Context: an optimization exercise on an open-source flow, tuned for small area, a short achievable clock period and few clock cycles per item. The choices shown serve that exercise and are no tape-out recipe.
In this exercise RTL edits were held to simulation tests only and were not proved equivalent to the original.

===== design/flow/run.sh =====
#!/bin/bash
# synth_recipe.tcl (not shown) runs the flow's synth.tcl, then flattens the netlist and writes it again
# the make line also repeats each setting of config.mk as NAME=value (left out here)
make -C /OpenROAD-flow-scripts/flow DESIGN_CONFIG=/design/flow/config.mk WORK_HOME=/design/flow/orfs CLKGATE_MAP_FILE= SYNTH_SCRIPT=/design/flow/synth_recipe.tcl finish

===== design/flow/config.mk =====
export PLATFORM = sky130hd
export DESIGN_NAME = le_rail_update
export DESIGN_NICKNAME = le_rail_update
export VERILOG_FILES = /design/flow/design.v
export SDC_FILE = /design/flow/constraint.sdc
export NUM_CORES = 4
export LEC_CHECK = 0
export CAP_MARGIN = 20
export CORE_MARGIN = 2
export CORE_UTILIZATION = 40
export SLEW_MARGIN = 20

===== design/flow/constraint.sdc =====
create_clock -name core_clock -period 13.0 [get_ports {clk}]
set_input_delay 2.6000 -clock core_clock [delete_from_list [all_inputs] [get_ports {clk}]]
set_output_delay 2.6000 -clock core_clock [all_outputs]
set_load 0.01 [all_outputs]

===== design/flow/design.v =====
module le_rail_update (
    input  wire               clk,
    input  wire               rst,         
    input  wire               in_valid,
    output wire               in_ready,
    input  wire [1:0]         in_rail,
    input  wire               in_first,    
    input  wire [23:0]        in_vref,     
    input  wire [21:0]        in_vsum,     
    input  wire [5:0]         in_vcnt,     
    input  wire [31:0]        in_b0,       
    input  wire [31:0]        in_b1,
    input  wire [31:0]        in_b2,
    input  wire [31:0]        in_a1,
    input  wire [31:0]        in_a2,
    input  wire [15:0]        in_irmax,    
    output reg                out_valid,
    output reg  [1:0]         out_rail,
    output reg  signed [24:0] out_e,       
    output reg  signed [24:0] out_y,       
    output reg                out_sat      
);
    localparam [1:0] S_IDLE = 2'd0,
                     S_DIV  = 2'd1,
                     S_MAC  = 2'd2,
                     S_OUT  = 2'd3;
    reg [1:0] state;
    reg [1:0]  r_rail;
    reg        r_first;
    reg [23:0] r_vref;
    reg [31:0] r_b0, r_b1, r_b2, r_a1, r_a2;
    reg [15:0] r_irmax;
    reg [31:0] div_q;      
    reg [7:0]  div_rem;
    reg [6:0]  div_d;
    reg [5:0]  div_cnt;
    reg signed [24:0] x_e0, x_e1, x_e2, x_y1, x_y2;
    reg        [2:0]  mac_step;
    reg signed [63:0] acc;
    reg signed [24:0] st_e1 [0:3];
    reg signed [24:0] st_e2 [0:3];
    reg signed [24:0] st_y1 [0:3];
    reg signed [24:0] st_y2 [0:3];
    assign in_ready = (state == S_IDLE);
    wire [8:0]  div_trial = {div_rem, div_q[31]} - {2'b00, div_d};
    wire        div_ge    = ~div_trial[8];
    wire [7:0]  div_rem_n = div_ge ? div_trial[7:0] : {div_rem[6:0], div_q[31]};
    wire [31:0] div_q_n   = {div_q[30:0], div_ge};
    wire signed [24:0] e_new = $signed({1'b0, r_vref}) - $signed({1'b0, div_q_n[23:0]});
    reg signed [31:0] m_a;
    reg signed [24:0] m_x;
    reg               m_sub;
    always @(*) begin
        case (mac_step)
            3'd0:    begin m_a = r_b0; m_x = x_e0; m_sub = 1'b0; end
            3'd1:    begin m_a = r_b1; m_x = x_e1; m_sub = 1'b0; end
            3'd2:    begin m_a = r_b2; m_x = x_e2; m_sub = 1'b0; end
            3'd3:    begin m_a = r_a1; m_x = x_y1; m_sub = 1'b1; end
            default: begin m_a = r_a2; m_x = x_y2; m_sub = 1'b1; end
        endcase
    end
    wire signed [56:0] m_p   = m_a * m_x;
    wire signed [63:0] m_p64 = {{7{m_p[56]}}, m_p};
    wire signed [63:0] acc_rnd = acc + 64'sd524288;
    wire signed [43:0] y_rnd   = acc_rnd[63:20];
    wire signed [43:0] y_lim   = $signed({20'd0, r_irmax, 8'd0});
    wire               y_hi    = y_rnd >  y_lim;
    wire               y_lo    = y_rnd < -y_lim;
    wire signed [24:0] y_cl    = y_hi ? y_lim[24:0] : y_lo ? -y_lim[24:0] : y_rnd[24:0];
    integer i;
    always @(posedge clk) begin
        if (rst) begin
            state     <= S_IDLE;
            out_valid <= 1'b0;
            out_rail  <= 2'd0;
            out_e     <= 25'sd0;
            out_y     <= 25'sd0;
            out_sat   <= 1'b0;
            for (i = 0; i < 4; i = i + 1) begin
                st_e1[i] <= 25'sd0;
                st_e2[i] <= 25'sd0;
                st_y1[i] <= 25'sd0;
                st_y2[i] <= 25'sd0;
            end
        end else begin
            out_valid <= 1'b0;
            case (state)
                S_IDLE: begin
                    if (in_valid) begin
                        r_rail  <= in_rail;
                        r_first <= in_first;
                        r_vref  <= in_vref;
                        r_b0    <= in_b0;
                        r_b1    <= in_b1;
                        r_b2    <= in_b2;
                        r_a1    <= in_a1;
                        r_a2    <= in_a2;
                        r_irmax <= in_irmax;
                        div_q   <= {in_vsum, 9'd0} + {26'd0, in_vcnt};
                        div_rem <= 8'd0;
                        div_d   <= {in_vcnt, 1'b0};
                        div_cnt <= 6'd0;
                        state   <= S_DIV;
                    end
                end
                S_DIV: begin
                    div_q   <= div_q_n;
                    div_rem <= div_rem_n;
                    div_cnt <= div_cnt + 6'd1;
                    if (div_cnt == 6'd31) begin
                        x_e0 <= e_new;
                        if (r_first) begin
                            x_e1 <= e_new;
                            x_e2 <= e_new;
                            x_y1 <= 25'sd0;
                            x_y2 <= 25'sd0;
                        end else begin
                            x_e1 <= st_e1[r_rail];
                            x_e2 <= st_e2[r_rail];
                            x_y1 <= st_y1[r_rail];
                            x_y2 <= st_y2[r_rail];
                        end
                        acc      <= 64'sd0;
                        mac_step <= 3'd0;
                        state    <= S_MAC;
                    end
                end
                S_MAC: begin
                    acc      <= m_sub ? acc - m_p64 : acc + m_p64;
                    mac_step <= mac_step + 3'd1;
                    if (mac_step == 3'd4)
                        state <= S_OUT;
                end
                default: begin  
                    st_e2[r_rail] <= x_e1;
                    st_e1[r_rail] <= x_e0;
                    st_y2[r_rail] <= x_y1;
                    st_y1[r_rail] <= y_cl;
                    out_valid <= 1'b1;
                    out_rail  <= r_rail;
                    out_e     <= x_e0;
                    out_y     <= y_cl;
                    out_sat   <= y_hi | y_lo;
                    state     <= S_IDLE;
                end
            endcase
        end
    end
endmodule

==> notes.md <==
==> synth_stat cells, types with 93 or more instances <==
| master | instances | area (sq um) |
|---|---|---|
| a21o_1 | 136 | 1020 |
| a21oi_1 | 197 | 986 |
| a22oi_1 | 113 | 848 |
| and2_1 | 440 | 2750 |
| clkbuf_1 | 294 | 1100 |
| edfxtp_1 | 847 | 25400 |
| fa_1 | 822 | 16500 |
| ha_1 | 315 | 3940 |
| inv_1 | 931 | 3490 |
| mux4_2 | 100 | 2250 |
| nand2_1 | 673 | 2530 |
| nor2_1 | 659 | 2470 |
| o21ai_0 | 148 | 741 |
| xnor2_1 | 145 | 1270 |
| xor2_1 | 93 | 815 |
==> cells in the final DEF, fill, tap and decap left out, types with 100 or more instances in the layout <==
| master | synthesis | routed |
|---|---|---|
| nor2_1 | 659 | 653 |
| and2_1 | 440 | 440 |
| buf_4 | 0 | 201 |
| edfxtp_1 | 847 | 847 |
| clkdlybuf4s50_1 | 0 | 288 |
| nand2_1 | 673 | 672 |
| fa_1 | 822 | 820 |
| mux4_2 | 100 | 100 |
| a21o_1 | 136 | 136 |
| a21oi_1 | 197 | 191 |
| inv_1 | 931 | 928 |
| clkbuf_16 | 0 | 103 |
| xnor2_1 | 145 | 145 |
| a22oi_1 | 113 | 111 |
| ha_1 | 315 | 310 |
| o21ai_0 | 148 | 143 |
==> stage by stage <==
stage	utilization, %	setup slack (ns)	TNS, ns	std cells
floorplan	-	0.300	0	6813
global placement	43.8	0.0965	0	9371
detailed placement	43.8	0.00361	0	9371
CTS	45.6	0.0338	0	9554
global route	45.9	-0.0298	-0.0936	9577
finish	45.9	0.460	0	9581
==> cell families (layout without fill, tap and decap cells) <==
kind of cell             Yosys count  in the layout  share of synthesized area (%)
AO/OA/AOI/OAI                    941            941                           8.58
XOR/XNOR                         238            238                           2.84
adder cells (fa/ha/maj)         1137           1137                           27.8
buffers and inverters           1256           1635                           6.44
flip-flops                       905            905                           36.3
multiplexers                     157            157                           3.92
other                              0              4                              0
AND/OR/NAND/NOR                 2179           2179                           14.1
==> timing repair <==
action	4_1_cts	5_1_grt
gates cloned	0	2
resized for setup	1	67
buffers inserted	0	21
setup endpoints to repair	1	22
pin swaps	0	11
endpoints found under the hold margin	0	0
==> registers in the layout, summed over array words and instances, names as in the netlist, 32 cells and up, named ones only <==
signal  flops
st_e2     100
r_b2       32
r_a1       32
r_b0       32
r_b1       32
st_y2     100
st_e1     100
r_a2       32
div_q      32
st_y1     100
acc        64
==> final timing paths <==
| check | from | slack (ns) | depth (start not counted) | endpoint |
|---|---|---|---|---|
| setup reg to reg | mac_step[0]$_SDFFCE_PN0P_ | 0.46 | 48 | acc[62]$_SDFFCE_PN0P_ |
| hold / removal | out_e[18]$_SDFFE_PP0N_ | 0.45 | 1 | out_e[18]$_SDFFE_PP0N_ |
| hold reg to reg | out_e[18]$_SDFFE_PP0N_ | 0.45 | 1 | out_e[18]$_SDFFE_PP0N_ |
| setup / recovery | mac_step[0]$_SDFFCE_PN0P_ | 0.46 | 48 | acc[62]$_SDFFCE_PN0P_ |
==> cell type report <==
cell class | instances | area, sq um | area share (%)
multi-input cells | 4652 | 42500 | 50.7
flip-flops and latches | 905 | 26600 | 31.7
repair buffers | 518 | 4910 | 5.86
inverters | 934 | 3510 | 4.19
well taps | 2385 | 2980 | 3.56
clock buffers | 131 | 2730 | 3.26
clock inverters | 52 | 544 | 0.649
diodes | 4 | 10.0 | 0.0119
==> routing by layer <==
metal  part of all wire [%]  global-route usage [%]  vias to the layer above  wire length [microns]
li1                       -                       -                    23378                      -
met1                     44                    35.4                    26718                 101000
met2                     45                    38.3                     2029                 103000
met3                    8.8                    5.30                      342                  20300
met4                    3.0                    6.89                        2                   6980
met5                 0.0043                       0                        -                     10
==> flow_metrics.py <==
metrics = {
    "synthesis": {
        "synth_top_flop_cell": "edfxtp_1",
        "synthCells": 6813,
        "synth_edf_count": 847,
        "syn_area_sq_um": 73300,
        "ys_warn_count": 1,
        "synth_seq_area_share_pct": 36.3,
        "synth_nets": 8184,
        "syn_avg_cell_area_sq_um": 10.8,
        "ys_types": 89,
        "synthArstFlopShare_pct": 0,
        "synth_seq_cells": 905,
    },
    "layout": {
        "drive_above_1_share_pct": 9.69,
        "area_growth_pct": 14.4,
        "layout.nets": 8481,
        "fillCellCount": 16883,
        "finish.instance_area_sq_um": 83800,
    },
    "route": {
        "vias": 52469,
        "vias_per_cell": 5.48,
        "avgRoutedWirePerCell_microns": 24.1,
        "ant_nets": 0,
        "route.detailed.drc": 0,
        "routed_wl_microns": 231000,
        "drt-pass1-iter-count": 6,
        "drt-initial-drc-count": 4762,
    },
    "place": {
        "dp_hpwl_microns": 176000,
        "place.gp.congestion": 0.967,
        "port_buffers": 288,
        "placed_area_sq_um": 79900,
    },
    "clock_network": {
        "clkLatencyLatePin_ns": 0.77,
        "clock_tree.buffer_depth": 3,
        "cts_max_level": 3,
        "postCtsHoldBufs": 0,
        "cts_tree": "built",
        "clk_pin_slew_ns": 0.06,
        "tritoncts.num_buffers": 99,
        "cts_sinks": 905,
        "root_buffer": "clkbuf_16",
    },
    "grt": {
        "grt_pass1_wl_microns": 347000,
        "gr-total-overflow": 0,
        "grt_max_degree": 126,
        "grtUsageTotal_pct": 24.9,
        "first_global_vias": 53697,
        "grt_antenna_before_repair": 7,
    },
    "sta": {
        "final_max_slew_viol_count": 0,
        "period_share_pct": 96.5,
        "slew_headroom_pct": 28.2,
        "setup_viol": 0,
        "holdWs_ns": 0.454,
        "period_needed_ns": 12.54,
        "final-hold-violation-count": 0,
        "fmax_mhz": 79.7,
        "worst_pin_slew_ns": 1.07,
        "finClkSkew_ns": 0.0710,
    },
    "setup_path": {
        "max_stage_delay_ns": 0.57,
        "critical-path-top-delay-family": "adder cells",
        "crit_top_cell": "fa_1",
        "end_kind": "flop",
        "cp_num_buf_inv": 11,
        "startpoint_type": "flop",
        "cp_max_fo": 20,
        "cp.required_ns": 13.46,
        "cp_slowest_cell": "fa_1",
        "crit_type": "reg2reg",
        "arrival_ns": 13.00,
    },
    "job": {
        "drv_cap": 0,
    },
    "floorplanning": {
        "fp.dieW_microns": 432,
        "die-area_sq_um": 187000,
        "io_pins": 289,
        "die_h_microns": 432,
        "initial_core_util_pct": 40.2,
        "rows": 157,
        "core_sq_um": 182000,
    },
    "min_path": {
        "hp-class": "reg2reg",
    },
    "status": {
        "status": "timing/DRC/antenna clean",
    },
}
Testbench counts, summed over its fixed seeds: cycles 93,608, items 2,400.

==> afterwards: timing with drivers on the ports <==
The flow's constraints put no driver on any port. The routed layout listed below was extracted and timed again, unchanged, in two steps. Step 1 (the two cells are an assumption about what drives the block):
set clk [get_ports {clk}]
set_driving_cell -lib_cell sky130_fd_sc_hd__clkbuf_16 $clk
set_driving_cell -lib_cell sky130_fd_sc_hd__buf_2 [delete_from_list [all_inputs] $clk]
Step 2 adds t to the input delays and takes it off the output delays; t is the mean of the earliest and latest rising clock arrival at the registers after step 1. Input paths then give back, and output paths get back, about the clock's delay inside the block. a / b / c = ideal / step 1 / step 2; a / b = the first two.
shift t [ns]: 0.815
slack for setup (ns): 0.460 / 0.460 / 0.460
worst data-port slew with drivers (ns): 0.09
pins driven straight from the clock port: 1
After both steps setup and hold are still met in this run. For this run, drivers alone change the setup slack by 0.000 ns; drivers and shift together by 0.000 ns.
